This is an optimization exercise on Yosys and OpenROAD, whose aim is small area, a short achievable clock period and few clock cycles per item, not a production implementation. No run shown here included a check of the RTL's function; only the layout flow was run. Power is estimated from default activity; no workload was simulated.

## flow/standard.sh

```bash
#!/bin/bash
# synth_recipe.tcl (not shown) runs the flow's synth.tcl, then flattens the netlist and writes it again
# the make line also repeats each setting of config.mk as NAME=value (left out here)
make -C /OpenROAD-flow-scripts/flow DESIGN_CONFIG=/design/flow/config.mk WORK_HOME=/design/flow/orfs CLKGATE_MAP_FILE= SYNTH_SCRIPT=/design/flow/synth_recipe.tcl "${@:-finish}"
```

## flow/constraint.sdc

```tcl
create_clock -name core_clock -period 25.0 [get_ports {clk}]
set_input_delay 5.0000 -clock core_clock [delete_from_list [all_inputs] [get_ports {clk}]]
set_output_delay 5.0000 -clock core_clock [all_outputs]
set_load 0.01 [all_outputs]
```

## flow/flow/run.sh

```bash
#!/bin/bash
# Standard synthesis and layout, with buf_2 cells as the port buffers; the
# layout's timing repair aims at a setup slack of MARGIN ns (the clock
# period and constraints are unchanged) on the worst endpoints, and may
# resize cells across footprints.
set -euo pipefail
MARGIN=19
bash standard.sh synth > synth.log 2>&1
bash standard.sh "BUFFER_PORTS_ARGS=-buffer_cell sky130_fd_sc_hd__buf_2" \
    SETUP_SLACK_MARGIN=$MARGIN TNS_END_PERCENT=5 MATCH_CELL_FOOTPRINT=0 finish > layout.log 2>&1
```

## flow/design.v

```verilog
module vfix_lane (
    input  wire        neg,       
    input  wire        rne,       
    input  wire        k15,       
    input  wire        klo,       
    input  wire [16:0] X,
    input  wire [17:0] Y,
    input  wire [16:0] A,
    output wire [17:0] v
);
    wire [18:0] Ye = {Y, 1'b0};
    reg  [8:0] one, two, nb;
    integer i;
    always @* begin
        for (i = 0; i < 9; i = i + 1) begin
            one[i] = Ye[2*i+1] ^ Ye[2*i];
            two[i] = (Ye[2*i+2] & ~Ye[2*i+1] & ~Ye[2*i]) | (~Ye[2*i+2] & Ye[2*i+1] & Ye[2*i]);
            nb[i]  = Ye[2*i+2] ^ neg;
        end
    end
    wire [17:0] Xs = {X[16], X};
    wire [17:0] X2 = {X, 1'b0};
    wire [17:0] pp0 = ((({18{one[0]}} & Xs) | ({18{two[0]}} & X2)) ^ {18{nb[0]}}) ^ 18'h20000;
    wire [17:0] pp1 = ((({18{one[1]}} & Xs) | ({18{two[1]}} & X2)) ^ {18{nb[1]}}) ^ 18'h20000;
    wire [17:0] pp2 = ((({18{one[2]}} & Xs) | ({18{two[2]}} & X2)) ^ {18{nb[2]}}) ^ 18'h20000;
    wire [17:0] pp3 = ((({18{one[3]}} & Xs) | ({18{two[3]}} & X2)) ^ {18{nb[3]}}) ^ 18'h20000;
    wire [17:0] pp4 = ((({18{one[4]}} & Xs) | ({18{two[4]}} & X2)) ^ {18{nb[4]}}) ^ 18'h20000;
    wire [17:0] pp5 = ((({18{one[5]}} & Xs) | ({18{two[5]}} & X2)) ^ {18{nb[5]}}) ^ 18'h20000;
    wire [17:0] pp6 = ((({18{one[6]}} & Xs) | ({18{two[6]}} & X2)) ^ {18{nb[6]}}) ^ 18'h20000;
    wire [17:0] pp7 = ((({18{one[7]}} & Xs) | ({18{two[7]}} & X2)) ^ {18{nb[7]}}) ^ 18'h20000;
    wire [17:0] pp8 = ((({18{one[8]}} & Xs) | ({18{two[8]}} & X2)) ^ {18{nb[8]}}) ^ 18'h20000;
    wire cr0 = ~klo;
    wire cr15 = ~(k15 ^ klo);
    wire cr16 = ~(k15 | klo);
    wire cr17 = (k15 | klo);
    wire ks0, kc0, ks1, kc1, ks2, kc2, ks3, kc3, ks4, kc4, ks5, kc5;
    wire ks6, kc6, ks7, kc7, ks8, kc8, ks9, kc9, ks10, kc10, ks11, kc11;
    wire ks12, kc12, ks13, kc13, ks14, kc14, ks15, kc15, ks16, kc16, ks17, kc17;
    wire ks18, kc18, ks19, kc19, ks20, kc20, hs0, hc0, fs0, fc0, fs1, fc1;
    wire fs2, fc2, fs3, fc3, hs1, hc1, fs4, fc4, hs2, hc2, hs3, hc3;
    wire fs5, fc5, hs4, hc4, fs6, fc6, hs5, hc5, fs7, fc7, fs8, fc8;
    wire hs6, hc6, fs9, fc9, fs10, fc10, fs11, fc11, fs12, fc12, fs13, fc13;
    wire fs14, fc14, fs15, fc15, fs16, fc16, fs17, fc17, fs18, fc18, fs19, fc19;
    wire fs20, fc20, fs21, fc21, fs22, fc22, fs23, fc23, fs24, fc24, fs25, fc25;
    wire hs7, hc7, fs26, fc26, fs27, fc27, fs28, fc28, fs29, fc29, hs8, hc8;
    wire fs30, fc30, fs31, fc31, hs9, hc9, fs32, fc32, hs10, hc10, hs11, hc11;
    wire fs33, fc33, hs12, hc12, fs34, fc34, hs13, hc13, fs35, fc35, fs36, fc36;
    wire fs37, fc37, fs38, fc38, fs39, fc39, fs40, fc40, fs41, fc41, fs42, fc42;
    wire fs43, fc43, fs44, fc44, fs45, fc45, fs46, fc46, fs47, fc47, fs48, fc48;
    wire fs49, fc49, fs50, fc50, fs51, fc51, fs52, fc52, fs53, fc53, fs54, fc54;
    wire fs55, fc55, fs56, fc56, fs57, fc57, fs58, fc58, fs59, fc59, fs60, fc60;
    wire fs61, fc61, fs62, fc62, fs63, fc63, fs64, fc64, fs65, fc65, fs66, fc66;
    wire fs67, fc67, hs14, hc14, fs68, fc68, fs69, fc69, hs15, hc15, fs70, fc70;
    wire hs16, hc16, hs17, hc17, fs71, fc71, fs72, fc72, fs73, fc73, fs74, fc74;
    wire fs75, fc75, fs76, fc76, fs77, fc77, fs78, fc78, fs79, fc79, fs80, fc80;
    wire fs81, fc81, fs82, fc82, fs83, fc83, fs84, fc84, fs85, fc85, fs86, fc86;
    wire fs87, fc87, fs88, fc88, fs89, fc89, fs90, fc90, fs91, fc91, fs92, fc92;
    wire fs93, fc93, fs94, fc94, hs18, hc18, fs95, fc95, hs19, hc19, hs20, hc20;
    wire hs21, hc21, hs22, hc22, fs96, fc96, fs97, fc97, fs98, fc98, fs99, fc99;
    wire fs100, fc100, fs101, fc101, fs102, fc102, fs103, fc103, fs104, fc104, fs105, fc105;
    wire fs106, fc106, fs107, fc107, fs108, fc108, fs109, fc109, fs110, fc110, fs111, fc111;
    wire fs112, fc112, fs113, fc113, fs114, fc114, fs115, fc115, fs116, fc116, fs117, fc117;
    wire fs118, fc118, fs119, fc119, fs120, fc120, fs121, fc121, fs122, fc122, fs123, fc123;
    wire hs23, hc23, fs124, fc124, g0_0, p0_0, g1_1, p1_1, g2_2, p2_2, g3_3, p3_3;
    wire g4_4, p4_4, g5_5, p5_5, g6_6, p6_6, g7_7, p7_7, g8_8, p8_8, g9_9, p9_9;
    wire g10_10, p10_10, g11_11, p11_11, g12_12, p12_12, g13_13, p13_13, g14_14, p14_14, g15_15, p15_15;
    wire g16_16, p16_16, g17_17, p17_17, g18_18, p18_18, g19_19, p19_19, g20_20, p20_20, g21_21, p21_21;
    wire g22_22, p22_22, g23_23, p23_23, g24_24, p24_24, g25_25, p25_25, g26_26, p26_26, g27_27, p27_27;
    wire g28_28, p28_28, g29_29, p29_29, g30_30, p30_30, g31_31, p31_31, g32_32, p32_32, g33_33, p33_33;
    wire G34, G35, P35, G36, P36, G37, P37, G38, P38, G39, P39, G40;
    wire P40, G41, P41, G42, G43, P43, G44, P44, G45, P45, G46, G47;
    wire P47, G48, G49, G50, P50, G51, P51, G52, P52, G53, P53, G54;
    wire P54, G55, P55, G56, P56, G57, P57, G58, P58, G59, P59, G60;
    wire P60, G61, P61, G62, P62, G63, P63, G64, P64, G65, P65, G66;
    wire P66, G67, P67, G68, P68, G69, P69, G70, P70, G71, P71, G72;
    wire P72, G73, P73, G74, P74, G75, P75, G76, P76, G77, P77, G78;
    wire P78, G79, P79, G80, P80, G81, P81, G82, P82, G83, P83, G84;
    wire P84, C85, C86, C87, C88, C89, C90, C91, C92, C93, C94, C95;
    wire C96, C97, C98, C99, C100, C101, vs0, vs1, vs2, vs3, vs4, vs5;
    wire vs6, vs7, vs8, vs9, vs10, vs11, vs12, vs13, vs14, vs15, vs16, vs17;
    assign ks0 = ~(nb[1] ^ pp0[2]);
    assign kc0 = nb[1] | pp0[2];
    assign ks1 = ~(pp0[3] ^ pp1[1]);
    assign kc1 = pp0[3] | pp1[1];
    assign ks2 = ~(nb[2] ^ pp0[4]);
    assign kc2 = nb[2] | pp0[4];
    assign ks3 = ~(pp0[5] ^ pp1[3]);
    assign kc3 = pp0[5] | pp1[3];
    assign ks4 = ~(nb[3] ^ pp0[6]);
    assign kc4 = nb[3] | pp0[6];
    assign ks5 = ~(pp0[7] ^ pp1[5]);
    assign kc5 = pp0[7] | pp1[5];
    assign ks6 = ~(nb[4] ^ pp0[8]);
    assign kc6 = nb[4] | pp0[8];
    assign ks7 = ~(pp0[9] ^ pp1[7]);
    assign kc7 = pp0[9] | pp1[7];
    assign ks8 = ~(nb[5] ^ pp0[10]);
    assign kc8 = nb[5] | pp0[10];
    assign ks9 = ~(pp0[11] ^ pp1[9]);
    assign kc9 = pp0[11] | pp1[9];
    assign ks10 = ~(nb[6] ^ pp0[12]);
    assign kc10 = nb[6] | pp0[12];
    assign ks11 = ~(pp0[13] ^ pp1[11]);
    assign kc11 = pp0[13] | pp1[11];
    assign ks12 = ~(nb[7] ^ pp0[14]);
    assign kc12 = nb[7] | pp0[14];
    assign ks13 = ~(A[2] ^ pp1[16]);
    assign kc13 = A[2] | pp1[16];
    assign ks14 = ~(A[4] ^ pp2[16]);
    assign kc14 = A[4] | pp2[16];
    assign ks15 = ~(A[6] ^ pp3[16]);
    assign kc15 = A[6] | pp3[16];
    assign ks16 = ~(A[8] ^ pp4[16]);
    assign kc16 = A[8] | pp4[16];
    assign ks17 = ~(A[10] ^ pp5[16]);
    assign kc17 = A[10] | pp5[16];
    assign ks18 = ~(A[12] ^ pp6[16]);
    assign kc18 = A[12] | pp6[16];
    assign ks19 = ~(A[14] ^ pp7[16]);
    assign kc19 = A[14] | pp7[16];
    assign ks20 = ~(A[16] ^ pp8[16]);
    assign kc20 = A[16] | pp8[16];
    assign hs0 = cr15 ^ pp0[15];
    assign hc0 = cr15 & pp0[15];
    vfix_fa u_fa0 (.a(A[0]), .b(nb[8]), .ci(cr16), .s(fs0), .co(fc0));
    vfix_fa u_fa1 (.a(pp0[16]), .b(pp1[14]), .ci(pp2[12]), .s(fs1), .co(fc1));
    vfix_fa u_fa2 (.a(A[1]), .b(cr17), .ci(pp0[17]), .s(fs2), .co(fc2));
    vfix_fa u_fa3 (.a(pp1[15]), .b(pp2[13]), .ci(pp3[11]), .s(fs3), .co(fc3));
    assign hs1 = pp2[14] ^ pp3[12];
    assign hc1 = pp2[14] & pp3[12];
    vfix_fa u_fa4 (.a(A[3]), .b(pp1[17]), .ci(pp2[15]), .s(fs4), .co(fc4));
    assign hs2 = pp1[8] ^ pp2[6];
    assign hc2 = pp1[8] & pp2[6];
    assign hs3 = pp2[7] ^ pp3[5];
    assign hc3 = pp2[7] & pp3[5];
    vfix_fa u_fa5 (.a(pp1[10]), .b(pp2[8]), .ci(pp3[6]), .s(fs5), .co(fc5));
    assign hs4 = pp4[4] ^ pp5[2];
    assign hc4 = pp4[4] & pp5[2];
    vfix_fa u_fa6 (.a(pp2[9]), .b(pp3[7]), .ci(pp4[5]), .s(fs6), .co(fc6));
    assign hs5 = pp5[3] ^ pp6[1];
    assign hc5 = pp5[3] & pp6[1];
    vfix_fa u_fa7 (.a(pp1[12]), .b(pp2[10]), .ci(pp3[8]), .s(fs7), .co(fc7));
    vfix_fa u_fa8 (.a(pp4[6]), .b(pp5[4]), .ci(pp6[2]), .s(fs8), .co(fc8));
    assign hs6 = pp7[0] ^ kc11;
    assign hc6 = pp7[0] & kc11;
    vfix_fa u_fa9 (.a(pp1[13]), .b(pp2[11]), .ci(pp3[9]), .s(fs9), .co(fc9));
    vfix_fa u_fa10 (.a(pp4[7]), .b(pp5[5]), .ci(pp6[3]), .s(fs10), .co(fc10));
    vfix_fa u_fa11 (.a(pp7[1]), .b(kc12), .ci(hs0), .s(fs11), .co(fc11));
    vfix_fa u_fa12 (.a(fs0), .b(pp3[10]), .ci(pp4[8]), .s(fs12), .co(fc12));
    vfix_fa u_fa13 (.a(pp5[6]), .b(pp6[4]), .ci(pp7[2]), .s(fs13), .co(fc13));
    vfix_fa u_fa14 (.a(pp8[0]), .b(hc0), .ci(fs1), .s(fs14), .co(fc14));
    vfix_fa u_fa15 (.a(fc0), .b(pp4[9]), .ci(pp5[7]), .s(fs15), .co(fc15));
    vfix_fa u_fa16 (.a(pp6[5]), .b(pp7[3]), .ci(pp8[1]), .s(fs16), .co(fc16));
    vfix_fa u_fa17 (.a(fc1), .b(fs2), .ci(fs3), .s(fs17), .co(fc17));
    vfix_fa u_fa18 (.a(pp4[10]), .b(pp5[8]), .ci(pp6[6]), .s(fs18), .co(fc18));
    vfix_fa u_fa19 (.a(pp7[4]), .b(pp8[2]), .ci(hs1), .s(fs19), .co(fc19));
    vfix_fa u_fa20 (.a(ks13), .b(fc2), .ci(fc3), .s(fs20), .co(fc20));
    vfix_fa u_fa21 (.a(pp3[13]), .b(pp4[11]), .ci(pp5[9]), .s(fs21), .co(fc21));
    vfix_fa u_fa22 (.a(pp6[7]), .b(pp7[5]), .ci(pp8[3]), .s(fs22), .co(fc22));
    vfix_fa u_fa23 (.a(hc1), .b(kc13), .ci(fs4), .s(fs23), .co(fc23));
    vfix_fa u_fa24 (.a(pp3[14]), .b(pp4[12]), .ci(pp5[10]), .s(fs24), .co(fc24));
    vfix_fa u_fa25 (.a(pp6[8]), .b(pp7[6]), .ci(pp8[4]), .s(fs25), .co(fc25));
    assign hs7 = ks14 ^ fc4;
    assign hc7 = ks14 & fc4;
    vfix_fa u_fa26 (.a(A[5]), .b(pp2[17]), .ci(pp3[15]), .s(fs26), .co(fc26));
    vfix_fa u_fa27 (.a(pp4[13]), .b(pp5[11]), .ci(pp6[9]), .s(fs27), .co(fc27));
    vfix_fa u_fa28 (.a(pp7[7]), .b(pp8[5]), .ci(kc14), .s(fs28), .co(fc28));
    vfix_fa u_fa29 (.a(pp4[14]), .b(pp5[12]), .ci(pp6[10]), .s(fs29), .co(fc29));
    assign hs8 = pp7[8] ^ pp8[6];
    assign hc8 = pp7[8] & pp8[6];
    vfix_fa u_fa30 (.a(A[7]), .b(pp3[17]), .ci(pp4[15]), .s(fs30), .co(fc30));
    vfix_fa u_fa31 (.a(pp5[13]), .b(pp6[11]), .ci(pp7[9]), .s(fs31), .co(fc31));
    assign hs9 = pp5[14] ^ pp6[12];
    assign hc9 = pp5[14] & pp6[12];
    vfix_fa u_fa32 (.a(A[9]), .b(pp4[17]), .ci(pp5[15]), .s(fs32), .co(fc32));
    assign hs10 = pp1[4] ^ pp2[2];
    assign hc10 = pp1[4] & pp2[2];
    assign hs11 = pp2[3] ^ pp3[1];
    assign hc11 = pp2[3] & pp3[1];
    vfix_fa u_fa33 (.a(pp1[6]), .b(pp2[4]), .ci(pp3[2]), .s(fs33), .co(fc33));
    assign hs12 = pp4[0] ^ kc5;
    assign hc12 = pp4[0] & kc5;
    vfix_fa u_fa34 (.a(pp2[5]), .b(pp3[3]), .ci(pp4[1]), .s(fs34), .co(fc34));
    assign hs13 = kc6 ^ ks7;
    assign hc13 = kc6 & ks7;
    vfix_fa u_fa35 (.a(pp3[4]), .b(pp4[2]), .ci(pp5[0]), .s(fs35), .co(fc35));
    vfix_fa u_fa36 (.a(kc7), .b(hs2), .ci(ks8), .s(fs36), .co(fc36));
    vfix_fa u_fa37 (.a(pp4[3]), .b(pp5[1]), .ci(hc2), .s(fs37), .co(fc37));
    vfix_fa u_fa38 (.a(kc8), .b(hs3), .ci(ks9), .s(fs38), .co(fc38));
    vfix_fa u_fa39 (.a(pp6[0]), .b(hc3), .ci(kc9), .s(fs39), .co(fc39));
    vfix_fa u_fa40 (.a(hs4), .b(ks10), .ci(fs5), .s(fs40), .co(fc40));
    vfix_fa u_fa41 (.a(hc4), .b(kc10), .ci(hs5), .s(fs41), .co(fc41));
    vfix_fa u_fa42 (.a(ks11), .b(fc5), .ci(fs6), .s(fs42), .co(fc42));
    vfix_fa u_fa43 (.a(hc5), .b(ks12), .ci(fc6), .s(fs43), .co(fc43));
    vfix_fa u_fa44 (.a(hs6), .b(fs7), .ci(fs8), .s(fs44), .co(fc44));
    vfix_fa u_fa45 (.a(hc6), .b(fc7), .ci(fc8), .s(fs45), .co(fc45));
    vfix_fa u_fa46 (.a(fs10), .b(fs9), .ci(fs11), .s(fs46), .co(fc46));
    vfix_fa u_fa47 (.a(fc10), .b(fc9), .ci(fs12), .s(fs47), .co(fc47));
    vfix_fa u_fa48 (.a(fs13), .b(fc11), .ci(fs14), .s(fs48), .co(fc48));
    vfix_fa u_fa49 (.a(fc12), .b(fc13), .ci(fs15), .s(fs49), .co(fc49));
    vfix_fa u_fa50 (.a(fs16), .b(fc14), .ci(fs17), .s(fs50), .co(fc50));
    vfix_fa u_fa51 (.a(fc15), .b(fc16), .ci(fs18), .s(fs51), .co(fc51));
    vfix_fa u_fa52 (.a(fs19), .b(fs20), .ci(fc17), .s(fs52), .co(fc52));
    vfix_fa u_fa53 (.a(fc18), .b(fs21), .ci(fs22), .s(fs53), .co(fc53));
    vfix_fa u_fa54 (.a(fc19), .b(fc20), .ci(fs23), .s(fs54), .co(fc54));
    vfix_fa u_fa55 (.a(fc21), .b(fc22), .ci(fs24), .s(fs55), .co(fc55));
    vfix_fa u_fa56 (.a(fs25), .b(hs7), .ci(fc23), .s(fs56), .co(fc56));
    vfix_fa u_fa57 (.a(fc24), .b(fc25), .ci(fs26), .s(fs57), .co(fc57));
    vfix_fa u_fa58 (.a(fs27), .b(hc7), .ci(fs28), .s(fs58), .co(fc58));
    vfix_fa u_fa59 (.a(hs8), .b(ks15), .ci(fc26), .s(fs59), .co(fc59));
    vfix_fa u_fa60 (.a(fc27), .b(fs29), .ci(fc28), .s(fs60), .co(fc60));
    vfix_fa u_fa61 (.a(pp8[7]), .b(hc8), .ci(kc15), .s(fs61), .co(fc61));
    vfix_fa u_fa62 (.a(fc29), .b(fs30), .ci(fs31), .s(fs62), .co(fc62));
    vfix_fa u_fa63 (.a(pp7[10]), .b(pp8[8]), .ci(hs9), .s(fs63), .co(fc63));
    vfix_fa u_fa64 (.a(ks16), .b(fc30), .ci(fc31), .s(fs64), .co(fc64));
    vfix_fa u_fa65 (.a(pp6[13]), .b(pp7[11]), .ci(pp8[9]), .s(fs65), .co(fc65));
    vfix_fa u_fa66 (.a(hc9), .b(kc16), .ci(fs32), .s(fs66), .co(fc66));
    vfix_fa u_fa67 (.a(pp6[14]), .b(pp7[12]), .ci(pp8[10]), .s(fs67), .co(fc67));
    assign hs14 = ks17 ^ fc32;
    assign hc14 = ks17 & fc32;
    vfix_fa u_fa68 (.a(A[11]), .b(pp5[17]), .ci(pp6[15]), .s(fs68), .co(fc68));
    vfix_fa u_fa69 (.a(pp7[13]), .b(pp8[11]), .ci(kc17), .s(fs69), .co(fc69));
    assign hs15 = pp7[14] ^ pp8[12];
    assign hc15 = pp7[14] & pp8[12];
    vfix_fa u_fa70 (.a(A[13]), .b(pp6[17]), .ci(pp7[15]), .s(fs70), .co(fc70));
    assign hs16 = pp1[2] ^ pp2[0];
    assign hc16 = pp1[2] & pp2[0];
    assign hs17 = pp2[1] ^ kc2;
    assign hc17 = pp2[1] & kc2;
    vfix_fa u_fa71 (.a(pp3[0]), .b(kc3), .ci(hs10), .s(fs71), .co(fc71));
    vfix_fa u_fa72 (.a(hc10), .b(kc4), .ci(hs11), .s(fs72), .co(fc72));
    vfix_fa u_fa73 (.a(hc11), .b(ks6), .ci(hs12), .s(fs73), .co(fc73));
    vfix_fa u_fa74 (.a(hc12), .b(fc33), .ci(fs34), .s(fs74), .co(fc74));
    vfix_fa u_fa75 (.a(fc34), .b(hc13), .ci(fs35), .s(fs75), .co(fc75));
    vfix_fa u_fa76 (.a(fc35), .b(fs37), .ci(fc36), .s(fs76), .co(fc76));
    vfix_fa u_fa77 (.a(fc37), .b(fs39), .ci(fc38), .s(fs77), .co(fc77));
    vfix_fa u_fa78 (.a(fc39), .b(fs41), .ci(fc40), .s(fs78), .co(fc78));
    vfix_fa u_fa79 (.a(fc41), .b(fs43), .ci(fc42), .s(fs79), .co(fc79));
    vfix_fa u_fa80 (.a(fc43), .b(fs45), .ci(fc44), .s(fs80), .co(fc80));
    vfix_fa u_fa81 (.a(fc45), .b(fs47), .ci(fc46), .s(fs81), .co(fc81));
    vfix_fa u_fa82 (.a(fc47), .b(fs49), .ci(fc48), .s(fs82), .co(fc82));
    vfix_fa u_fa83 (.a(fc49), .b(fs51), .ci(fc50), .s(fs83), .co(fc83));
    vfix_fa u_fa84 (.a(fc51), .b(fs53), .ci(fc52), .s(fs84), .co(fc84));
    vfix_fa u_fa85 (.a(fc53), .b(fs55), .ci(fc54), .s(fs85), .co(fc85));
    vfix_fa u_fa86 (.a(fc55), .b(fs57), .ci(fs58), .s(fs86), .co(fc86));
    vfix_fa u_fa87 (.a(fs59), .b(fc57), .ci(fs60), .s(fs87), .co(fc87));
    vfix_fa u_fa88 (.a(fs61), .b(fc59), .ci(fs62), .s(fs88), .co(fc88));
    vfix_fa u_fa89 (.a(fc61), .b(fs63), .ci(fs64), .s(fs89), .co(fc89));
    vfix_fa u_fa90 (.a(fs65), .b(fc63), .ci(fc64), .s(fs90), .co(fc90));
    vfix_fa u_fa91 (.a(fc65), .b(fs67), .ci(hs14), .s(fs91), .co(fc91));
    vfix_fa u_fa92 (.a(fc67), .b(fs68), .ci(hc14), .s(fs92), .co(fc92));
    vfix_fa u_fa93 (.a(hs15), .b(ks18), .ci(fc68), .s(fs93), .co(fc93));
    vfix_fa u_fa94 (.a(pp8[13]), .b(hc15), .ci(kc18), .s(fs94), .co(fc94));
    assign hs18 = pp8[14] ^ ks19;
    assign hc18 = pp8[14] & ks19;
    vfix_fa u_fa95 (.a(A[15]), .b(pp7[17]), .ci(pp8[15]), .s(fs95), .co(fc95));
    assign hs19 = nb[0] ^ cr0;
    assign hc19 = nb[0] & cr0;
    assign hs20 = 1'b1 ^ pp0[1];
    assign hc20 = 1'b1 & pp0[1];
    assign hs21 = pp1[0] ^ ks0;
    assign hc21 = pp1[0] & ks0;
    assign hs22 = kc0 ^ ks1;
    assign hc22 = kc0 & ks1;
    vfix_fa u_fa96 (.a(kc1), .b(hs16), .ci(ks2), .s(fs96), .co(fc96));
    vfix_fa u_fa97 (.a(hc16), .b(ks3), .ci(hs17), .s(fs97), .co(fc97));
    vfix_fa u_fa98 (.a(ks4), .b(hc17), .ci(fs71), .s(fs98), .co(fc98));
    vfix_fa u_fa99 (.a(ks5), .b(fc71), .ci(fs72), .s(fs99), .co(fc99));
    vfix_fa u_fa100 (.a(fs33), .b(fc72), .ci(fs73), .s(fs100), .co(fc100));
    vfix_fa u_fa101 (.a(hs13), .b(fc73), .ci(fs74), .s(fs101), .co(fc101));
    vfix_fa u_fa102 (.a(fs36), .b(fc74), .ci(fs75), .s(fs102), .co(fc102));
    vfix_fa u_fa103 (.a(fs38), .b(fc75), .ci(fs76), .s(fs103), .co(fc103));
    vfix_fa u_fa104 (.a(fs40), .b(fc76), .ci(fs77), .s(fs104), .co(fc104));
    vfix_fa u_fa105 (.a(fs42), .b(fc77), .ci(fs78), .s(fs105), .co(fc105));
    vfix_fa u_fa106 (.a(fs44), .b(fc78), .ci(fs79), .s(fs106), .co(fc106));
    vfix_fa u_fa107 (.a(fs46), .b(fc79), .ci(fs80), .s(fs107), .co(fc107));
    vfix_fa u_fa108 (.a(fc80), .b(fs48), .ci(fs81), .s(fs108), .co(fc108));
    vfix_fa u_fa109 (.a(fs50), .b(fc81), .ci(fs82), .s(fs109), .co(fc109));
    vfix_fa u_fa110 (.a(fs52), .b(fc82), .ci(fs83), .s(fs110), .co(fc110));
    vfix_fa u_fa111 (.a(fs54), .b(fc83), .ci(fs84), .s(fs111), .co(fc111));
    vfix_fa u_fa112 (.a(fs56), .b(fc84), .ci(fs85), .s(fs112), .co(fc112));
    vfix_fa u_fa113 (.a(fc56), .b(fs86), .ci(fc85), .s(fs113), .co(fc113));
    vfix_fa u_fa114 (.a(fc58), .b(fc86), .ci(fs87), .s(fs114), .co(fc114));
    vfix_fa u_fa115 (.a(fc60), .b(fs88), .ci(fc87), .s(fs115), .co(fc115));
    vfix_fa u_fa116 (.a(fc62), .b(fc88), .ci(fs89), .s(fs116), .co(fc116));
    vfix_fa u_fa117 (.a(fs66), .b(fc89), .ci(fs90), .s(fs117), .co(fc117));
    vfix_fa u_fa118 (.a(fc66), .b(fs91), .ci(fc90), .s(fs118), .co(fc118));
    vfix_fa u_fa119 (.a(fs69), .b(fs92), .ci(fc91), .s(fs119), .co(fc119));
    vfix_fa u_fa120 (.a(fc69), .b(fs93), .ci(fc92), .s(fs120), .co(fc120));
    vfix_fa u_fa121 (.a(fs70), .b(fs94), .ci(fc93), .s(fs121), .co(fc121));
    vfix_fa u_fa122 (.a(fc70), .b(hs18), .ci(fc94), .s(fs122), .co(fc122));
    vfix_fa u_fa123 (.a(kc19), .b(hc18), .ci(fs95), .s(fs123), .co(fc123));
    assign hs23 = ks20 ^ fc95;
    assign hc23 = ks20 & fc95;
    vfix_fa u_fa124 (.a(A[16]), .b(pp8[17]), .ci(kc20), .s(fs124), .co(fc124));
    assign g0_0 = pp0[0] & hs19;
    assign p0_0 = pp0[0] ^ hs19;
    assign g1_1 = hc19 & hs20;
    assign p1_1 = hc19 ^ hs20;
    assign g2_2 = hc20 & hs21;
    assign p2_2 = hc20 ^ hs21;
    assign g3_3 = hc21 & hs22;
    assign p3_3 = hc21 ^ hs22;
    assign g4_4 = hc22 & fs96;
    assign p4_4 = hc22 ^ fs96;
    assign g5_5 = fc96 & fs97;
    assign p5_5 = fc96 ^ fs97;
    assign g6_6 = fc97 & fs98;
    assign p6_6 = fc97 ^ fs98;
    assign g7_7 = fc98 & fs99;
    assign p7_7 = fc98 ^ fs99;
    assign g8_8 = fc99 & fs100;
    assign p8_8 = fc99 ^ fs100;
    assign g9_9 = fc100 & fs101;
    assign p9_9 = fc100 ^ fs101;
    assign g10_10 = fc101 & fs102;
    assign p10_10 = fc101 ^ fs102;
    assign g11_11 = fc102 & fs103;
    assign p11_11 = fc102 ^ fs103;
    assign g12_12 = fc103 & fs104;
    assign p12_12 = fc103 ^ fs104;
    assign g13_13 = fc104 & fs105;
    assign p13_13 = fc104 ^ fs105;
    assign g14_14 = fc105 & fs106;
    assign p14_14 = fc105 ^ fs106;
    assign g15_15 = fc106 & fs107;
    assign p15_15 = fc106 ^ fs107;
    assign g16_16 = fc107 & fs108;
    assign p16_16 = fc107 ^ fs108;
    assign g17_17 = fc108 & fs109;
    assign p17_17 = fc108 ^ fs109;
    assign g18_18 = fc109 & fs110;
    assign p18_18 = fc109 ^ fs110;
    assign g19_19 = fc110 & fs111;
    assign p19_19 = fc110 ^ fs111;
    assign g20_20 = fc111 & fs112;
    assign p20_20 = fc111 ^ fs112;
    assign g21_21 = fc112 & fs113;
    assign p21_21 = fc112 ^ fs113;
    assign g22_22 = fc113 & fs114;
    assign p22_22 = fc113 ^ fs114;
    assign g23_23 = fc114 & fs115;
    assign p23_23 = fc114 ^ fs115;
    assign g24_24 = fc115 & fs116;
    assign p24_24 = fc115 ^ fs116;
    assign g25_25 = fc116 & fs117;
    assign p25_25 = fc116 ^ fs117;
    assign g26_26 = fc117 & fs118;
    assign p26_26 = fc117 ^ fs118;
    assign g27_27 = fc118 & fs119;
    assign p27_27 = fc118 ^ fs119;
    assign g28_28 = fc119 & fs120;
    assign p28_28 = fc119 ^ fs120;
    assign g29_29 = fc120 & fs121;
    assign p29_29 = fc120 ^ fs121;
    assign g30_30 = fc121 & fs122;
    assign p30_30 = fc121 ^ fs122;
    assign g31_31 = fc122 & fs123;
    assign p31_31 = fc122 ^ fs123;
    assign g32_32 = fc123 & hs23;
    assign p32_32 = fc123 ^ hs23;
    assign g33_33 = hc23 & fs124;
    assign p33_33 = hc23 ^ fs124;
    wire cin0 = rne ? (p16_16 ^ A[0]) : 1'b1;
    assign G34 = g0_0 | (p0_0 & cin0);
    assign G35 = g2_2 | (p2_2 & g1_1);
    assign P35 = p2_2 & p1_1;
    assign G36 = g4_4 | (p4_4 & g3_3);
    assign P36 = p4_4 & p3_3;
    assign G37 = g6_6 | (p6_6 & g5_5);
    assign P37 = p6_6 & p5_5;
    assign G38 = g8_8 | (p8_8 & g7_7);
    assign P38 = p8_8 & p7_7;
    assign G39 = g10_10 | (p10_10 & g9_9);
    assign P39 = p10_10 & p9_9;
    assign G40 = g12_12 | (p12_12 & g11_11);
    assign P40 = p12_12 & p11_11;
    assign G41 = g14_14 | (p14_14 & g13_13);
    assign P41 = p14_14 & p13_13;
    assign G42 = G35 | (P35 & G34);
    assign G43 = G37 | (P37 & G36);
    assign P43 = P37 & P36;
    assign G44 = G39 | (P39 & G38);
    assign P44 = P39 & P38;
    assign G45 = G41 | (P41 & G40);
    assign P45 = P41 & P40;
    assign G46 = G43 | (P43 & G42);
    assign G47 = G45 | (P45 & G44);
    assign P47 = P45 & P44;
    assign G48 = G47 | (P47 & G46);
    assign G49 = g15_15 | (p15_15 & G48);
    assign G50 = g17_17 | (p17_17 & g16_16);
    assign P50 = p17_17 & p16_16;
    assign G51 = g19_19 | (p19_19 & g18_18);
    assign P51 = p19_19 & p18_18;
    assign G52 = g21_21 | (p21_21 & g20_20);
    assign P52 = p21_21 & p20_20;
    assign G53 = g23_23 | (p23_23 & g22_22);
    assign P53 = p23_23 & p22_22;
    assign G54 = g25_25 | (p25_25 & g24_24);
    assign P54 = p25_25 & p24_24;
    assign G55 = g27_27 | (p27_27 & g26_26);
    assign P55 = p27_27 & p26_26;
    assign G56 = g29_29 | (p29_29 & g28_28);
    assign P56 = p29_29 & p28_28;
    assign G57 = g31_31 | (p31_31 & g30_30);
    assign P57 = p31_31 & p30_30;
    assign G58 = g33_33 | (p33_33 & g32_32);
    assign P58 = p33_33 & p32_32;
    assign G59 = g18_18 | (p18_18 & G50);
    assign P59 = p18_18 & P50;
    assign G60 = G51 | (P51 & G50);
    assign P60 = P51 & P50;
    assign G61 = g22_22 | (p22_22 & G52);
    assign P61 = p22_22 & P52;
    assign G62 = G53 | (P53 & G52);
    assign P62 = P53 & P52;
    assign G63 = g26_26 | (p26_26 & G54);
    assign P63 = p26_26 & P54;
    assign G64 = G55 | (P55 & G54);
    assign P64 = P55 & P54;
    assign G65 = g30_30 | (p30_30 & G56);
    assign P65 = p30_30 & P56;
    assign G66 = G57 | (P57 & G56);
    assign P66 = P57 & P56;
    assign G67 = g20_20 | (p20_20 & G60);
    assign P67 = p20_20 & P60;
    assign G68 = G52 | (P52 & G60);
    assign P68 = P52 & P60;
    assign G69 = G61 | (P61 & G60);
    assign P69 = P61 & P60;
    assign G70 = G62 | (P62 & G60);
    assign P70 = P62 & P60;
    assign G71 = g28_28 | (p28_28 & G64);
    assign P71 = p28_28 & P64;
    assign G72 = G56 | (P56 & G64);
    assign P72 = P56 & P64;
    assign G73 = G65 | (P65 & G64);
    assign P73 = P65 & P64;
    assign G74 = G66 | (P66 & G64);
    assign P74 = P66 & P64;
    assign G75 = g24_24 | (p24_24 & G70);
    assign P75 = p24_24 & P70;
    assign G76 = G54 | (P54 & G70);
    assign P76 = P54 & P70;
    assign G77 = G63 | (P63 & G70);
    assign P77 = P63 & P70;
    assign G78 = G64 | (P64 & G70);
    assign P78 = P64 & P70;
    assign G79 = G71 | (P71 & G70);
    assign P79 = P71 & P70;
    assign G80 = G72 | (P72 & G70);
    assign P80 = P72 & P70;
    assign G81 = G73 | (P73 & G70);
    assign P81 = P73 & P70;
    assign G82 = G74 | (P74 & G70);
    assign P82 = P74 & P70;
    assign G83 = g32_32 | (p32_32 & G82);
    assign P83 = p32_32 & P82;
    assign G84 = G58 | (P58 & G82);
    assign P84 = P58 & P82;
    assign C85 = g16_16 | (p16_16 & G49);
    assign C86 = G50 | (P50 & G49);
    assign C87 = G59 | (P59 & G49);
    assign C88 = G60 | (P60 & G49);
    assign C89 = G67 | (P67 & G49);
    assign C90 = G68 | (P68 & G49);
    assign C91 = G69 | (P69 & G49);
    assign C92 = G70 | (P70 & G49);
    assign C93 = G75 | (P75 & G49);
    assign C94 = G76 | (P76 & G49);
    assign C95 = G77 | (P77 & G49);
    assign C96 = G78 | (P78 & G49);
    assign C97 = G79 | (P79 & G49);
    assign C98 = G80 | (P80 & G49);
    assign C99 = G81 | (P81 & G49);
    assign C100 = G82 | (P82 & G49);
    assign C101 = G83 | (P83 & G49);
    vfix_xor2 u_vs0 (.a(p16_16), .b(G49), .y(vs0));
    vfix_xor2 u_vs1 (.a(p17_17), .b(C85), .y(vs1));
    vfix_xor2 u_vs2 (.a(p18_18), .b(C86), .y(vs2));
    vfix_xor2 u_vs3 (.a(p19_19), .b(C87), .y(vs3));
    vfix_xor2 u_vs4 (.a(p20_20), .b(C88), .y(vs4));
    vfix_xor2 u_vs5 (.a(p21_21), .b(C89), .y(vs5));
    vfix_xor2 u_vs6 (.a(p22_22), .b(C90), .y(vs6));
    vfix_xor2 u_vs7 (.a(p23_23), .b(C91), .y(vs7));
    vfix_xor2 u_vs8 (.a(p24_24), .b(C92), .y(vs8));
    vfix_xor2 u_vs9 (.a(p25_25), .b(C93), .y(vs9));
    vfix_xor2 u_vs10 (.a(p26_26), .b(C94), .y(vs10));
    vfix_xor2 u_vs11 (.a(p27_27), .b(C95), .y(vs11));
    vfix_xor2 u_vs12 (.a(p28_28), .b(C96), .y(vs12));
    vfix_xor2 u_vs13 (.a(p29_29), .b(C97), .y(vs13));
    vfix_xor2 u_vs14 (.a(p30_30), .b(C98), .y(vs14));
    vfix_xor2 u_vs15 (.a(p31_31), .b(C99), .y(vs15));
    vfix_xor2 u_vs16 (.a(p32_32), .b(C100), .y(vs16));
    vfix_xor2 u_vs17 (.a(p33_33), .b(C101), .y(vs17));
    assign v = {vs17, vs16, vs15, vs14, vs13, vs12, vs11, vs10, vs9, vs8, vs7, vs6, vs5, vs4, vs3, vs2, vs1, vs0};
endmodule
module vfix_fa (
    input  wire a,
    input  wire b,
    input  wire ci,
    output wire s,
    output wire co
);
    assign s  = a ^ b ^ ci;
    assign co = (a & b) | (a & ci) | (b & ci);
endmodule
module vfix_xor2 (
    input  wire a,
    input  wire b,
    output wire y
);
    assign y = a ^ b;
endmodule
module vfix_xnor2 (
    input  wire a,
    input  wire b,
    output wire y
);
    assign y = ~(a ^ b);
endmodule
module vfix_unit #(
    parameter LANES = 4
) (
    input  wire                  clk,
    input  wire                  rst,
    input  wire                  in_valid,
    output wire                  in_ready,
    input  wire [2:0]            in_func,
    input  wire                  in_type,
    input  wire [1:0]            in_rnd,
    input  wire                  in_zero,
    input  wire [LANES-1:0]      in_pred,
    input  wire [16*LANES-1:0]   in_a,
    input  wire [16*LANES-1:0]   in_b,
    input  wire [16*LANES-1:0]   in_c,
    input  wire [16*LANES-1:0]   in_d,
    output reg                   out_valid,
    output reg  [16*LANES-1:0]   out_d,
    output reg                   out_sat
);
    assign in_ready = 1'b1;
    wire f_fma  = (in_func == 3'd1);
    wire f_fms  = (in_func == 3'd2);
    wire f_lerp = (in_func == 3'd3);
    wire f_add  = (in_func == 3'd4);
    wire f_sub  = (in_func == 3'd5);
    wire f_rsh  = (in_func == 3'd6);
    wire f_conv = (in_func == 3'd7);
    wire f_pow2 = in_func[2];            
    wire typ    = in_type;
    wire a_sgn  = f_conv ? typ : ~typ;   
    wire neg    = f_fms | f_sub;         
    wire k15 = f_fms ? (in_rnd != 2'd0) : (in_rnd != 2'd1);
    wire klo = f_fms & ~in_rnd[1];
    wire [17*LANES-1:0] bma_all;
    genvar gl;
    generate
        for (gl = 0; gl < LANES; gl = gl + 1) begin : g_sub
            wire [15:0] sa = in_a[16*gl +: 16];
            wire [15:0] sb = in_b[16*gl +: 16];
            wire [15:0] sg = sb & ~sa;
            wire [15:0] sx, bm;
            wire sg0_1, sg0_3, sp0_3, sg0_5, sp0_5, sg0_7, sp0_7, sg0_9, sp0_9, sg0_11;
            wire sp0_11, sg0_13, sp0_13, sg0_15, sp0_15, sg1_2, sp1_2, sg1_3, sp1_3, sg1_6;
            wire sp1_6, sg1_7, sp1_7, sg1_10, sp1_10, sg1_11, sp1_11, sg1_14, sp1_14, sg1_15;
            wire sp1_15, sg2_4, sp2_4, sg2_5, sp2_5, sg2_6, sp2_6, sg2_7, sp2_7, sg2_12;
            wire sp2_12, sg2_13, sp2_13, sg2_14, sp2_14, sg2_15, sp2_15, sg3_8, sp3_8, sg3_9;
            wire sp3_9, sg3_10, sp3_10, sg3_11, sp3_11, sg3_12, sp3_12, sg3_13, sp3_13, sg3_14;
            wire sp3_14, sg3_15, sp3_15, sg4_16, sp4_16;
            assign sg0_1 = sg[0] | (~sx[0] & 1'b1);
            assign sg0_3 = sg[2] | (~sx[2] & sg[1]);
            assign sp0_3 = ~sx[2] & ~sx[1];
            assign sg0_5 = sg[4] | (~sx[4] & sg[3]);
            assign sp0_5 = ~sx[4] & ~sx[3];
            assign sg0_7 = sg[6] | (~sx[6] & sg[5]);
            assign sp0_7 = ~sx[6] & ~sx[5];
            assign sg0_9 = sg[8] | (~sx[8] & sg[7]);
            assign sp0_9 = ~sx[8] & ~sx[7];
            assign sg0_11 = sg[10] | (~sx[10] & sg[9]);
            assign sp0_11 = ~sx[10] & ~sx[9];
            assign sg0_13 = sg[12] | (~sx[12] & sg[11]);
            assign sp0_13 = ~sx[12] & ~sx[11];
            assign sg0_15 = sg[14] | (~sx[14] & sg[13]);
            assign sp0_15 = ~sx[14] & ~sx[13];
            assign sg1_2 = sg[1] | (~sx[1] & sg0_1);
            assign sp1_2 = ~sx[1] & 1'b0;
            assign sg1_3 = sg0_3 | (sp0_3 & sg0_1);
            assign sp1_3 = sp0_3 & 1'b0;
            assign sg1_6 = sg[5] | (~sx[5] & sg0_5);
            assign sp1_6 = ~sx[5] & sp0_5;
            assign sg1_7 = sg0_7 | (sp0_7 & sg0_5);
            assign sp1_7 = sp0_7 & sp0_5;
            assign sg1_10 = sg[9] | (~sx[9] & sg0_9);
            assign sp1_10 = ~sx[9] & sp0_9;
            assign sg1_11 = sg0_11 | (sp0_11 & sg0_9);
            assign sp1_11 = sp0_11 & sp0_9;
            assign sg1_14 = sg[13] | (~sx[13] & sg0_13);
            assign sp1_14 = ~sx[13] & sp0_13;
            assign sg1_15 = sg0_15 | (sp0_15 & sg0_13);
            assign sp1_15 = sp0_15 & sp0_13;
            assign sg2_4 = sg[3] | (~sx[3] & sg1_3);
            assign sp2_4 = ~sx[3] & sp1_3;
            assign sg2_5 = sg0_5 | (sp0_5 & sg1_3);
            assign sp2_5 = sp0_5 & sp1_3;
            assign sg2_6 = sg1_6 | (sp1_6 & sg1_3);
            assign sp2_6 = sp1_6 & sp1_3;
            assign sg2_7 = sg1_7 | (sp1_7 & sg1_3);
            assign sp2_7 = sp1_7 & sp1_3;
            assign sg2_12 = sg[11] | (~sx[11] & sg1_11);
            assign sp2_12 = ~sx[11] & sp1_11;
            assign sg2_13 = sg0_13 | (sp0_13 & sg1_11);
            assign sp2_13 = sp0_13 & sp1_11;
            assign sg2_14 = sg1_14 | (sp1_14 & sg1_11);
            assign sp2_14 = sp1_14 & sp1_11;
            assign sg2_15 = sg1_15 | (sp1_15 & sg1_11);
            assign sp2_15 = sp1_15 & sp1_11;
            assign sg3_8 = sg[7] | (~sx[7] & sg2_7);
            assign sp3_8 = ~sx[7] & sp2_7;
            assign sg3_9 = sg0_9 | (sp0_9 & sg2_7);
            assign sp3_9 = sp0_9 & sp2_7;
            assign sg3_10 = sg1_10 | (sp1_10 & sg2_7);
            assign sp3_10 = sp1_10 & sp2_7;
            assign sg3_11 = sg1_11 | (sp1_11 & sg2_7);
            assign sp3_11 = sp1_11 & sp2_7;
            assign sg3_12 = sg2_12 | (sp2_12 & sg2_7);
            assign sp3_12 = sp2_12 & sp2_7;
            assign sg3_13 = sg2_13 | (sp2_13 & sg2_7);
            assign sp3_13 = sp2_13 & sp2_7;
            assign sg3_14 = sg2_14 | (sp2_14 & sg2_7);
            assign sp3_14 = sp2_14 & sp2_7;
            assign sg3_15 = sg2_15 | (sp2_15 & sg2_7);
            assign sp3_15 = sp2_15 & sp2_7;
            assign sg4_16 = sg[15] | (~sx[15] & sg3_15);
            assign sp4_16 = ~sx[15] & sp3_15;
            assign sx[0] = sa[0] ^ sb[0];
            vfix_xnor2 u_s0 (.a(sx[0]), .b(1'b1), .y(bm[0]));
            assign sx[1] = sa[1] ^ sb[1];
            vfix_xnor2 u_s1 (.a(sx[1]), .b(sg0_1), .y(bm[1]));
            assign sx[2] = sa[2] ^ sb[2];
            vfix_xnor2 u_s2 (.a(sx[2]), .b(sg1_2), .y(bm[2]));
            assign sx[3] = sa[3] ^ sb[3];
            vfix_xnor2 u_s3 (.a(sx[3]), .b(sg1_3), .y(bm[3]));
            assign sx[4] = sa[4] ^ sb[4];
            vfix_xnor2 u_s4 (.a(sx[4]), .b(sg2_4), .y(bm[4]));
            assign sx[5] = sa[5] ^ sb[5];
            vfix_xnor2 u_s5 (.a(sx[5]), .b(sg2_5), .y(bm[5]));
            assign sx[6] = sa[6] ^ sb[6];
            vfix_xnor2 u_s6 (.a(sx[6]), .b(sg2_6), .y(bm[6]));
            assign sx[7] = sa[7] ^ sb[7];
            vfix_xnor2 u_s7 (.a(sx[7]), .b(sg2_7), .y(bm[7]));
            assign sx[8] = sa[8] ^ sb[8];
            vfix_xnor2 u_s8 (.a(sx[8]), .b(sg3_8), .y(bm[8]));
            assign sx[9] = sa[9] ^ sb[9];
            vfix_xnor2 u_s9 (.a(sx[9]), .b(sg3_9), .y(bm[9]));
            assign sx[10] = sa[10] ^ sb[10];
            vfix_xnor2 u_s10 (.a(sx[10]), .b(sg3_10), .y(bm[10]));
            assign sx[11] = sa[11] ^ sb[11];
            vfix_xnor2 u_s11 (.a(sx[11]), .b(sg3_11), .y(bm[11]));
            assign sx[12] = sa[12] ^ sb[12];
            vfix_xnor2 u_s12 (.a(sx[12]), .b(sg3_12), .y(bm[12]));
            assign sx[13] = sa[13] ^ sb[13];
            vfix_xnor2 u_s13 (.a(sx[13]), .b(sg3_13), .y(bm[13]));
            assign sx[14] = sa[14] ^ sb[14];
            vfix_xnor2 u_s14 (.a(sx[14]), .b(sg3_14), .y(bm[14]));
            assign sx[15] = sa[15] ^ sb[15];
            vfix_xnor2 u_s15 (.a(sx[15]), .b(sg3_15), .y(bm[15]));
            assign bma_all[17*gl +: 17] = {~sg4_16, bm};
        end
    endgenerate
    reg [17*LANES-1:0] p_x, p_a;
    reg [18*LANES-1:0] p_y;
    reg [15:0] a, b, c, d, a16;
    reg [16:0] bma;
    reg [17:0] yp, y;
    reg [18:0] ye;
    reg        pr, sx_lerp, sx_sub, sx_a, sa_d, sa_c, sa_a, sa_b, sy_c, sy_b, sy_b2, sy_p;
    integer l, j;
    always @* begin
        for (l = 0; l < LANES; l = l + 1) begin
            a  = in_a[16*l +: 16];
            b  = in_b[16*l +: 16];
            c  = in_c[16*l +: 16];
            d  = in_d[16*l +: 16];
            pr = in_pred[l];
            bma = bma_all[17*l +: 17];
            sx_lerp = pr & f_lerp;
            sx_sub  = pr & f_sub;
            sx_a    = pr & ~f_lerp & ~f_sub;
            p_x[17*l +: 17] = ({17{sx_lerp}} & bma)
                            | ({17{sx_sub}}  & {~typ & b[15], b})
                            | ({17{sx_a}}    & {a_sgn & a[15], a});
            sa_d = ~pr & ~in_zero;
            sa_c = pr & (f_fma | f_fms);
            sa_a = pr & (f_lerp | f_sub | (f_conv & typ));
            sa_b = pr & f_add;
            a16  = ({16{sa_d}} & d) | ({16{sa_c}} & c) | ({16{sa_a}} & a) | ({16{sa_b}} & b);
            p_a[17*l +: 17] = {a16[15] & (~typ | (pr & f_conv)), a16};
            sy_c  = pr & f_lerp;
            sy_b  = pr & ~f_pow2 & ~f_lerp & typ;
            sy_b2 = pr & ~f_pow2 & ~f_lerp & ~typ;
            sy_p  = pr & f_pow2;
            for (j = 0; j < 18; j = j + 1)
                yp[j] = f_rsh ? (b[3:0] == 16 - j)
                              : ((f_conv & ~typ) ? (j == 15) : (j == 16));
            y = ({18{sy_c}} & {2'b00, c}) | ({18{sy_b}} & {2'b00, b})
              | ({18{sy_b2}} & {b[15], b, 1'b0}) | ({18{sy_p}} & yp);
            p_y[18*l +: 18] = y;
        end
    end
    reg                 s1_valid;
    reg                 s1_typ, s1_rne, s1_k15, s1_klo;
    reg [LANES-1:0]     s1_neg;
    reg [17*LANES-1:0]  s1_x, s1_a;
    reg [18*LANES-1:0]  s1_y;
    always @(posedge clk) begin
        if (rst)
            s1_valid <= 1'b0;
        else
            s1_valid <= in_valid;
        s1_neg <= {LANES{neg}} & in_pred;    
        s1_typ <= typ;
        s1_rne <= in_rnd[1];
        s1_k15 <= k15;
        s1_klo <= klo;
        s1_x   <= p_x;
        s1_y   <= p_y;
        s1_a   <= p_a;
    end
    wire [18*LANES-1:0] lane_v;
    genvar i;
    generate
        for (i = 0; i < LANES; i = i + 1) begin : g_lane
            vfix_lane u_lane (
                .neg (s1_neg[i]),
                .rne (s1_rne),
                .k15 (s1_k15),
                .klo (s1_klo),
                .X   (s1_x[17*i +: 17]),
                .Y   (s1_y[18*i +: 18]),
                .A   (s1_a[17*i +: 17]),
                .v   (lane_v[18*i +: 18])
            );
        end
    endgenerate
    reg                 s2_valid;
    reg                 s2_typ;
    reg [18*LANES-1:0]  s2_v;
    always @(posedge clk) begin
        if (rst)
            s2_valid <= 1'b0;
        else
            s2_valid <= s1_valid;
        s2_typ <= s1_typ;
        s2_v   <= lane_v;
    end
    reg [16*LANES-1:0] res;
    reg                sat;
    reg [17:0]         v;
    reg                ovf;
    integer q;
    always @* begin
        sat = 1'b0;
        for (q = 0; q < LANES; q = q + 1) begin
            v   = s2_v[18*q +: 18];
            ovf = s2_typ ? (v[17] | v[16]) : ~((v[17] == v[16]) & (v[16] == v[15]));
            sat = sat | ovf;
            if (!ovf)
                res[16*q +: 16] = v[15:0];
            else if (s2_typ)
                res[16*q +: 16] = {16{~v[17]}};
            else
                res[16*q +: 16] = {v[17], {15{~v[17]}}};
        end
    end
    always @(posedge clk) begin
        if (rst)
            out_valid <= 1'b0;
        else
            out_valid <= s2_valid;
        out_d   <= res;
        out_sat <= sat;
    end
endmodule
```

## flow/config.mk

```make
export PLATFORM = sky130hd
export DESIGN_NAME = vfix_unit
export DESIGN_NICKNAME = vfix_unit
export VERILOG_FILES = /design/flow/design.v
export SDC_FILE = /design/flow/constraint.sdc
export NUM_CORES = 8
export LEC_CHECK = 0
export ABC_AREA = 1
export CAP_MARGIN = 0
export CORE_MARGIN = 2
export CORE_UTILIZATION = 65
export SLEW_MARGIN = 0
export SYNTH_HIERARCHICAL = 1
```

==> results by group, run 1 <==
Status
  • Outcome: complete, no violations

Detailed routing
  • Drt initial violations: 4902
  • Post-DR wirelength/cell: around 21 um
  • DRC viols: 0
  • Vias: 44600
  • Via/cell ratio: 5.95
  • DR pass1 iterations: 7
  • Post-route ant nets: 0
  • WL final: 154000 um

Worst setup path
  • CP Max Fanout: 10
  • Arr. time, crit path: 6.60 ns
  • Critical Path RT: 25.48 ns
  • CP Launch Type: input pin
  • Critical Path Source: in_func[0]
  • WS Path Type: input pin to register
  • Critical path endpoint category: register
  • Launching point of the worst reg2reg path: s1_y[57]
  • R2R depth: 21

Timing
  • Worst-Margin Slew: about 0.98 ns
  • # setup viols final: 0
  • Final Max Tran Viols: 0
  • Setup_tns: 0 ns
  • Period Utilization, post-route: between 20% and 30%
  • Unrepaired setup endpoints after global routing: yes
  • Clock Skew: a little under 0.02 ns
  • Fmax achieved: about 0.16 GHz
  • Post-route minimum period: 6.12 ns
  • Fin worst setup slack: 18.88 ns
  • Rel. slew slack: 34.7%
  • Final hold vios: 0

Worst hold path
  • Hold WC Path Type: register to register
  • Hold wc startpoint: s1_typ
  • Hold Path Cell Cnt: 0

Global route
  • Grt ovf: 0
  • Initial antenna violation count: 13
  • Global-route wire length before repair: about 240000 um
  • Largest net degree at the start of global routing: 32
  • GR Util All Layers: around two fifths
  • Vias in the first global route: 43000

Finish
  • Final instance area: 53400 um^2
  • Commonest non-fill, non-tap cell in the layout: nand2_1
  • Reg area: 7170 um^2
  • Most frequent cells in the layout: nand2_1, inv_1, xor2_1
  • Filler cells: about 6300
  • Multi-input logic area: 36800 um^2
  • Synth-to-layout area growth: 7.78%
  • Share of layout cells above drive strength 1: 12.5%
  • # nets final: 7623

Synth
  • Ys async rst share: 0%
  • XOR/XNOR share of the synthesized area: 13.6%
  • Cells after synthesis: 6315
  • Seq cells post-synth: 357
  • Prevailing post-synth register cell: dfxtp_1
  • Avg Cell Area, Syn: 7.85 um^2
  • Mux contribution to synthesized area: 0%
  • Main combinational cell family by area after synthesis: adder cells
  • Netlist Area Pre-Place: 49600 um^2
  • Synth Area in Compound Gates: 14.2%
  • Simple-gate portion of the synthesized area: between 10% and 20%
  • Post-synth EDFFs: 0
  • Ys Warns: 8
  • Adder-cell share of the synthesized area: 29.8%
  • Unique masters post-synth: 53
  • Sequential element share of the synthesized area: 14.4%

Floorplan
  • Initial core utilization: 65.5%
  • Die Height: between 200 and 300 um
  • Core area: 75700 um^2
  • Std cell rows: slightly above 100
  • Die X: 280 um
  • I/O pin total: roughly 340
  • Die Area: 78500 um^2

Clock network
  • Clock latency (worst-skew pair): 0.61 ns
  • H-tree depth: 2
  • Cts bufs inserted: 44
  • Longest Clk Path Bufs: 3
  • TritonCTS clock tree: done
  • Num Clock Sinks: between 300 and 400
  • Hold-fix buffers, CTS: 0
  • Clock transition at path regs: 0.06 ns
  • CTS root buffer: clkbuf_16

Power
  • Pwr Total: between 0.008 and 0.009 W
  • Sequential power share: just over 10%
  • Sw power: ~0.0047 W
  • Internal: 0.00386 W
  • Leak: 28.4 nW
  • Switch share: 54.7%
  • VDD IR max: 0.000179 V
  • Clk network pwr share: 8.7%
  • Pwr Density: 159 nW/um^2
  • Comb power frac: 81.1%

Place
  • DP Worst Slack: between 15 and 20 ns
  • GP Congestion: slightly above 1
  • Port bufs: 335
  • DP Area: 50700 um^2
  • DP Wirelength: 117000 um

Job
  • Max Cap Viol: 0
## timing repair
item / in CTS / in global routing
buffers inserted: 4 / 58
pin swaps: 0 / 22
setup endpoints to repair: 304 / 290
gates resized for setup: 22 / 107
hold endpoints to repair: 0 / 0
## state kept, by name, summed over array words and instances, names as in the netlist, 4 cells and up
signal,cells
s1_a,68
s1_neg,4
out_d,64
s1_y,72
s2_v,72
s1_x,68
## modules after synthesis (local to each module, per instance)
| module | cells inside | flops+latches | cell area [um^2] | times used |
|---|---|---|---|---|
| vfix_xnor2 | 5 | 0 | 18.8 | 64 |
| vfix_xor2 | 5 | 0 | 18.8 | 72 |
| vfix_unit | 2055 | 357 | 15600 | 1 |
| vfix_fa | 1 | 0 | 20.0 | 500 |
| vfix_lane | 770 | 0 | 5350 | 4 |
## routing by layer
metal,GRT usage (%),share of wire (%),up-vias
met1,50.8,40,21000
met3,7.91,11,466
met4,16.9,4.6,16
met2,60.8,45,2596
met5,0,0.062,-
li1,-,-,20500
## kinds of logic (layout without fill, tap and decap cells)
logic type | Yosys count | count (layout)
buffers and inverters | 1387 | 1567
AOI/OAI and AO/OA | 1140 | 1140
other | 1 | 22
DFF | 357 | 357
xor gates and xnor gates | 692 | 692
adders and majority gates | 882 | 882
and+or+nand+nor | 1856 | 1856
## cells in the mapped netlist, types with 5 or more instances
cell	number	area, um^2
nand2_1	1399	5250
inv_1	946	3550
xor2_1	648	5680
o22ai_1	595	3720
fa_1	500	10000
ha_1	382	4780
dfxtp_1	357	7150
nor2_1	232	871
a21oi_1	213	1070
o21ai_0	126	631
buf_2	115	576
nand3_1	96	480
buf_4	90	676
clkinv_1	75	282
buf_6	73	822
nand2_2	45	282
inv_2	38	143
nand4_1	36	225
xnor2_4	36	991
a21oi_2	35	307
o211ai_1	35	263
o2111ai_1	30	263
clkbuf_1	28	105
a21o_1	20	150
nor3_1	19	95.1
a22oi_1	17	128
o21ai_1	14	70.1
o21bai_1	13	97.6
a31oi_1	12	75.1
inv_4	10	62.6
o21ai_2	8	70.1
xnor2_1	8	70.1
clkinv_2	7	35.0
nand2_4	5	56.3
nand3b_1	5	37.5
## stage by stage
step	hold slack [ns]	std cells	utilization, %
finish	0.340	7494	70.6
global route	0.345	7483	70.5
CTS	0.338	7423	69.3
detailed placement	0.316	7341	67.0
global placement	0.312	7341	67.0
floorplan	0.310	6323	-
## worst max-delay path, stage by stage
cell	delay, ns
buf_2	0.15
nor2_2	0.38
nand3_1	0.43
inv_2	0.31
nand2_1	0.08
nand2_1	0.06
a21oi_1	0.04
o21ai_0	0.14
## power groups by stage
| stage | clock (W) | sequential, W | combinational [W] |
|---|---|---|---|
| after floorplan | 0 | 0.000887 | 0.00636 |
| after global placement | 0 | 0.000877 | 0.00655 |
| final | 0.000742 | 0.000868 | 0.00690 |
| after detailed placement | 0 | 0.000879 | 0.00678 |
| after CTS | 0.000749 | 0.000868 | 0.00683 |
| after global routing | 0.000770 | 0.000880 | 0.00800 |
## worst paths after layout
path | end | slack (ns)
worst max-delay path | s1_a[6] | 18.88
worst min-delay path | s2_typ | 0.34
worst max register to register | s2_v[67] | 19.10
worst min register to register | s2_typ | 0.34
## layout make-up
class	count	area share [%]
Antenna cell	13	0.0609
Clock buffer	53	2.29
Clock inverter	25	0.810
Inverter	1077	7.80
Multi-Input combinational cell	4579	68.9
Sequential cell	357	13.4
Tap cell	978	2.29
Timing Repair Buffer	412	4.42
==> run 2: changes to the inputs <==
--- a/flow/config.mk
+++ b/flow/config.mk
@@ -11,2 +11,4 @@
 export CORE_UTILIZATION = 65
+export CTS_CLUSTER_DIAMETER = 100
+export CTS_CLUSTER_SIZE = 30
 export SLEW_MARGIN = 0
==> results by group, run 2 <==
Clock network
  • TritonCTS clock tree: done
  • H-tree depth: 1
  • Cts bufs inserted: 24
  • Hold-fix buffers, CTS: 0
  • Clock transition at path regs: 0.10 ns
  • Num Clock Sinks: 357
  • CTS root buffer: clkbuf_16
  • Longest Clk Path Bufs: 3
  • Clock latency (worst-skew pair): between 0.6 and 0.7 ns

Detailed routing
  • Vias: 44300
  • Via/cell ratio: 5.94
  • DR pass1 iterations: 6
  • Post-DR wirelength/cell: 20.5 um
  • DRC viols: 0
  • WL final: approximately 150000 um
  • Post-route ant nets: 0
  • Drt initial violations: 5023

Synth
  • Ys Warns: 8
  • Ys async rst share: 0%
  • Synth top cells by count: nand2_1, inv_1, xor2_1
  • Yosys top cell area share: approximately a fifth
  • Synth area leaders: fa_1, dfxtp_1, xor2_1
  • Cells after synthesis: approximately 6300
  • Netlist Area Pre-Place: 49600 um^2
  • Seq cells post-synth: around 360
  • Prevailing post-synth register cell: dfxtp_1
  • Sequential element share of the synthesized area: 14.4%
  • Largest area contributor in the netlist: fa_1
  • Post-synth EDFFs: 0
  • Unique masters post-synth: 53
  • Avg Cell Area, Syn: 7.85 um^2
  • Dominant cell by count in the synthesized netlist: nand2_1

Floorplan
  • Std cell rows: 101
  • Die Area: 78500 um^2
  • Initial core utilization: between 60% and 70%
  • I/O pin total: 337
  • Core area: 75700 um^2
  • Die Height: 280 um
  • Die X: 280 um

Timing
  • Period Utilization, post-route: 24.5%
  • Fmax achieved: roughly 0.16 GHz
  • Post-route minimum period: about 6.1 ns
  • Unrepaired setup endpoints after global routing: yes
  • Rel. slew slack: 34.8%
  • Clock Skew: 0.0295 ns
  • Final Max Tran Viols: 0
  • # setup viols final: 0
  • Final hold vios: 0
  • Worst-Margin Slew: 0.977 ns
  • Setup_tns: 0 ns

Worst hold path
  • Hold WC Path Type: register to register

Place
  • DP Area: around 51000 um^2
  • GP Congestion: 1.01
  • Port bufs: 335
  • DP Wirelength: 117000 um
  • Inst Count DP: 7341

Worst setup path
  • Critical Path RT: 25.47 ns
  • Critical path endpoint category: register
  • Arr. time, crit path: ~6.6 ns
  • CP Max Fanout: 9
  • CP Launch Type: input pin
  • WS Path Type: input pin to register

Job
  • Max Cap Viol: 0

Power
  • Pwr Density: 156 nW/um^2
  • VDD IR max: about 0.00018 V
  • Leak: about 28 nW

Global route
  • Largest net degree at the start of global routing: 32
  • Vias in the first global route: between 40000 and 50000
  • Initial antenna violation count: 13
  • Grt ovf: 0
  • Global-route wire length before repair: 235000 um
  • GR Util All Layers: 38.2%

Finish
  • Final cell count without fillers: 7467
  • Final core utilization: 69.7%
  • Filler cells: between 6000 and 7000
  • Most frequent cells in the layout: nand2_1, inv_1, xor2_1
  • Leading registers by flop count: s1_y x72, s2_v x72
  • Final instance area: between 50000 and 60000 um^2
  • Share of layout cells above drive strength 1: 12.2%
  • Synth-to-layout area growth: 6.36%
  • Commonest non-fill, non-tap cell in the layout: nand2_1
  • # nets final: 7613

Status
  • Outcome: complete, no violations
## run 2: cell counts after synthesis
Identical to the previous run, type by type.
## run 2: metrics by stage
step | setup slack [ns] | hold WS (ns) | total power [W]
2_1_floorplan | 18.66 | 0.310 | 0.00724
3_3_place_gp | 17.84 | 0.312 | 0.00743
3_5_place_dp | 17.76 | 0.316 | 0.00766
4_1_cts | 18.77 | 0.345 | 0.00818
5_1_grt | 18.86 | 0.351 | 0.00939
6_report | 18.87 | 0.348 | 0.00824
## run 2: critical path: stages
cell and delay, ns:
buf_2 0.14, nor2_2 0.38, nand3_1 0.39, inv_2 0.31, nand2_1 0.09, nand2_1 0.06, a21oi_1 0.04, o21ai_0 0.19
## run 2: cell type report
type                            instances  area [um^2]  share of cell area, %
Antenna cell                           10         25.0                 0.0475
Inverter                             1077         4170                   7.91
Clock buffer                           26          639                   1.21
Multi-Input combinational cell       4579        36700                   69.7
Clock inverter                         18          305                  0.579
Tap cell                              978         1220                   2.32
Timing Repair Buffer                  422         2440                   4.63
Sequential cell                       357         7180                   13.6
## run 2: final timing paths
kind         cells past startpoint  slack, ns  startpoint  endpoint
max                              8      18.87  in_func[0]  s1_a[22]
min                              0       0.35      s1_typ    s2_typ
max reg2reg                     21      19.08    s1_y[55]  s2_v[67]
min reg2reg                      0       0.35      s1_typ    s2_typ
## run 2: repair_timing
action	in CTS	in global routing
resized for setup	20	95
endpoints found under the setup margin	300	265
buffers inserted	8	64
pin swaps	0	18
## run 2: routing by layer
metal / vias to the layer above / wire length (um) / GRT usage, %
met5: - / 121 / 0
met4: 20 / 7340 / 17.1
met3: 469 / 16100 / 7.53
met2: 2458 / 67800 / 60.1
met1: 20900 / 61600 / 50.9
li1: 20500 / - / -
## run 2: kinds of logic after synthesis
logic type,share of synthesized area [%]
other cells,0.00756
fa+ha+maj,29.8
xor+xnor,13.6
flops,14.4
compound gates,14.2
simple gates,15.1
buf+inv,12.8
## run 2: Yosys stat by module, one instance, submodules excluded
module      area, um^2  cells
vfix_fa           20.0      1
vfix_lane         5350    770
vfix_unit        15600   2055
vfix_xnor2        18.8      5
vfix_xor2         18.8      5
## run 2: where the power goes
part	switching [W]	internal [W]
Clock	0.000272	0.000209
Combinational	0.00430	0.00259
Sequential	0.0000666	0.000801
Total	0.00464	0.00360

==> port drivers added, routing unchanged <==
No port has a modelled driver above. Below, the same layouts with a new extraction and two added sets of constraints.
Step 1 (the two cells are an assumption about what drives the block):
set clk [get_ports {clk}]
set_driving_cell -lib_cell sky130_fd_sc_hd__clkbuf_16 $clk
set_driving_cell -lib_cell sky130_fd_sc_hd__buf_2 [delete_from_list [all_inputs] $clk]
Step 2 moves the port delays by t, midway between the first and last clock arrival at a register: inputs arrive t later, outputs are due t later. That takes back most of the time a late clock gives input paths.
Three values: ideal ports, drivers, drivers and shift; two values: the first two.
| run | t, ns | setup slack, ns | latest minus earliest clock arrival (ns) | worst data-port slew with drivers (ns) |
|---|---|---|---|---|
| run 1 | 0.661 | 18.882 / 18.819 / 18.228 | 0.021 / 0.021 | 0.15 |
| run 2 | 0.683 | 18.868 / 18.806 / 18.214 | 0.049 / 0.049 | 0.14 |
After both steps every run listed still meets setup and hold.
